Context: an optimization exercise on an open-source flow, tuned for small area. The choices shown serve that exercise and are no tape-out recipe. In this exercise RTL edits were held to simulation tests only and were not proved equivalent to the original. Power is estimated from default activity; no workload was simulated.

Design mi_decim, start of the top module:
module mi_decim (
    input  wire        clk,
    input  wire        rst,
    input  wire        en,
    input  wire        align,
    input  wire        invert,
    input  wire        mod_tick,
    input  wire        mod_dat,
    input  wire [4:0]  guard_count,
    input  wire        guard_hi_en,
    input  wire        guard_lo_en,
    input  wire [23:0] guard_hi,
    input  wire [23:0] guard_lo,
    input  wire        ovr_clr,
    output reg         swift_valid,    
    output wire [31:0] swift_word,
    output reg         control_valid,    
    output wire [31:0] control_word,
    output reg         quiet_valid,    
    output wire [31:0] quiet_word,
    output reg         record_valid,    
    output wire [31:0] record_word,
    output reg         stat_ovr,
    output reg         ovr_sticky,
    output reg         guard_hi_live,
    output reg         guard_lo_live
);
    reg          en_q;
    wire         restart = en & (align | ~en_q);
    wire         tick = en & ~restart & mod_tick;
    wire         b = mod_dat ^ invert;
    wire         off = rst | ~en;
    wire         clr = rst | restart;
    reg  [2:0]   a;           
    reg  [2:0]   m5;          
    reg  [1:0]   m4;          
    reg  [1:0]   blk;         
    wire [2:0]   a_n;
    wire [1:0]   m4_n, blk_n;
    wire         a7 = (a == 3'd7);
    wire         m5_4 = (m5 == 3'd4);
    mi_inc #(.W(3)) u_a (.a(a), .ci(1'b1), .s(a_n));
    mi_inc #(.W(2)) u_m4 (.a(m4), .ci(1'b1), .s(m4_n));
    mi_inc #(.W(2)) u_blk (.a(blk), .ci(~(blk[1] & blk[0])), .s(blk_n));
    always @(posedge clk) begin
        if (clr) begin
            a   <= 3'd0;
            m5  <= 3'd0;
            m4  <= 2'd0;
            blk <= 2'd0;
        end else if (tick) begin
            a <= a_n;
            if (a7) begin
                m5 <= m5_4 ? 3'd0 : {m5[1] & m5[0], m5[1] ^ m5[0], ~m5[0]};
                if (m5_4) begin
                    m4 <= m4_n;
                    if (m4 == 2'd3) blk <= blk_n;
                end
            end
        end
    end
    reg  [8:0]   ones;
    wire [8:0]   ones_t;
  ...
export LEC_CHECK = 0
export ABC_CLOCK_PERIOD_IN_PS = 15000
export CAP_MARGIN = 20
export CORE_MARGIN = 2
export CORE_UTILIZATION = 40
export SLEW_MARGIN = 20
create_clock -name core_clock -period 40.0 [get_ports {clk}]
standard.sh (not shown) runs the stock make flow with config.mk's settings and CLKGATE_MAP_FILE= SYNTH_SCRIPT=/design/flow/synth_recipe.tcl, a recipe that flattens the netlist after the stock synthesis.
==> flow/flow/run.sh <==
#!/bin/bash
# The standard layout (standard.sh), with three changes:
# - the combinational logic of the standard synthesis is mapped again for
#   area by ABC (deepsyn, then amap) in Yosys; the flip-flops are kept as
#   they are (same instances, names and cells), only the gates between them
#   change;
# - each port is buffered by a buf_1 instead of the resizer's default pick;
# - clock tree: clkbuf_4 buffers, clusters of at most 10 sinks within 40 um,
#   no dummy loads.
# Each tool's output goes to a log of its own here: standard_synth.log,
# prep.log, resynth.log, check.log, standard.log (the tools' own logs of the
# standard steps are under orfs/logs).
set -euo pipefail
ARGS=("BUFFER_PORTS_ARGS=-buffer_cell sky130_fd_sc_hd__buf_1"
      "CTS_ARGS=-sink_clustering_enable -repair_clock_nets -dont_use_dummy_load -buf_list sky130_fd_sc_hd__clkbuf_4 -sink_clustering_size 10 -sink_clustering_max_diameter 60")
RES=$PWD/orfs/results/$FLOW_PLATFORM/mi_decim/base
LIB=$FLOW_HOME/platforms/$FLOW_PLATFORM/lib/sky130_fd_sc_hd__tt_025C_1v80.lib
YOSYS=$(command -v yosys || echo "$FLOW_HOME/../tools/install/yosys/bin/yosys")

# 1. the standard synthesis, up to its netlist
bash standard.sh "${ARGS[@]}" "$RES/1_2_yosys.v" > standard_synth.log 2>&1
cp "$RES/1_2_yosys.v" standard_netlist.v

# 2. the library without the platform's don't-use cells, its combinational
#    cells as Verilog, and the netlist with its flip-flops as Yosys cells
{
  python3 flow/filter_lib.py "$LIB" use.lib 'sky130_fd_sc_hd__(lpflow_.*|probe_p_8|probec_p_8)'
  python3 flow/genmodels.py use.lib comb_models.v
  python3 flow/ff2int.py standard_netlist.v netlist_int.v
} > prep.log 2>&1

# 3. map the gates again
cat > resynth.ys <<EOT
read_liberty -lib use.lib
read_verilog -overwrite comb_models.v
read_verilog -icells netlist_int.v
hierarchy -check -top $FLOW_TOP
flatten
simplemap
opt_clean -purge
abc -liberty use.lib -script flow/area.abc
read_liberty -lib -overwrite use.lib
opt_clean -purge
hilomap -singleton -hicell sky130_fd_sc_hd__conb_1 HI -locell sky130_fd_sc_hd__conb_1 LO
splitnets
insbuf -buf sky130_fd_sc_hd__buf_4 A X
opt_clean -purge
check -assert
write_verilog -noattr -noexpr -nohex -nodec resynth_int.v
EOT
"$YOSYS" -s resynth.ys > resynth.log 2>&1
python3 flow/int2ff.py resynth_int.v resynth.v >> prep.log 2>&1

# 4. check the new netlist: mapped, and the same flip-flops as the standard one
cat > check.ys <<EOT
read_liberty -lib use.lib
read_verilog resynth.v
hierarchy -check -top $FLOW_TOP
check -assert -mapped
stat -liberty use.lib
EOT
"$YOSYS" -s check.ys > check.log 2>&1
python3 - >> check.log 2>&1 <<'EOT'
import re, sys
def flops(f):
    v = open(f).read()
    return sorted((t, n.strip()) for t, n in
                  re.findall(r'^\s*(sky130_fd_sc_hd__\w*df\w*)\s+(\S+\s?)\s*\(', v, re.M))
a, b = flops('standard_netlist.v'), flops('resynth.v')
print('flip-flops: standard', len(a), 'resynthesized', len(b), 'same' if a == b else 'DIFFERENT')
sys.exit(0 if a == b else 1)
EOT
cp resynth.v "$RES/1_2_yosys.v"

# 5. the rest of the standard layout
bash standard.sh "${ARGS[@]}" finish > standard.log 2>&1
==> flow/flow/area.abc <==
strash
&get -n
&deepsyn -J 200 -T 900
&put
dch -f
amap
topo
Other scripts of this flow, unchanged in this note and not shown: flow/flow/ff2int.py, flow/flow/filter_lib.py, flow/flow/genmodels.py, flow/flow/int2ff.py
The baseline completed with no timing, DRC or antenna violations.
Next try:
--- a/flow/flow/run.sh
+++ b/flow/flow/run.sh
@@ -15 +15 @@
-      "CTS_ARGS=-sink_clustering_enable -repair_clock_nets -dont_use_dummy_load -buf_list sky130_fd_sc_hd__clkbuf_4 -sink_clustering_size 10 -sink_clustering_max_diameter 60")
+      "CTS_ARGS=-sink_clustering_enable -repair_clock_nets -dont_use_dummy_load -buf_list sky130_fd_sc_hd__clkbuf_4 -sink_clustering_size 10 -sink_clustering_max_diameter 40")
==> flow/flow/area.abc (replaced) <==
strash
&get -n
&deepsyn -J 800 -T 1800
&put
dch -f
amap
strash
dch -f
amap
topo
The changed run finished with timing, DRC and antenna clean.
Fmax increases by about 8%.
Clock-buffer cell count increases by 6.
Final cell count rose by 0.54%.
Final area hardly moves.
Clock skew goes down by 0.017 ns.
Routed wire length rises by 4.4%.
Power decreases by about 0.5%.
Setup slack is better by 2.0 ns.
Sequential power stays flat.

[what the ideal ports hide]
The results above use ideal ports. As a check the final layouts listed here were re-extracted and re-timed, cells and wires unchanged. Step 1 (the two cells are an assumption about what drives the block):
set clk [get_ports {clk}]
set_driving_cell -lib_cell sky130_fd_sc_hd__clkbuf_16 $clk
set_driving_cell -lib_cell sky130_fd_sc_hd__buf_2 [delete_from_list [all_inputs] $clk]
Step 2 times the ports against the registers' clock, not the clock port: input delays grow and output delays shrink by t, the midpoint of the rising clock arrivals with the driver on. Slacks: no drivers / after step 1 / after step 2; pairs: no drivers / after step 1.
run	t (ns)	setup WS [ns]	worst hold slack (ns)	cell pins on the clock port's net
the first run	0.670	12.973 / 13.000 / 12.330	0.378 / 0.378 / 0.378	1
the second run	0.652	14.971 / 14.993 / 14.341	0.367 / 0.367 / 0.367	1
After both steps setup and hold are still met in every run listed. For the first run, which loses most, drivers alone change the setup slack by +0.027 ns; drivers and shift together by -0.643 ns.
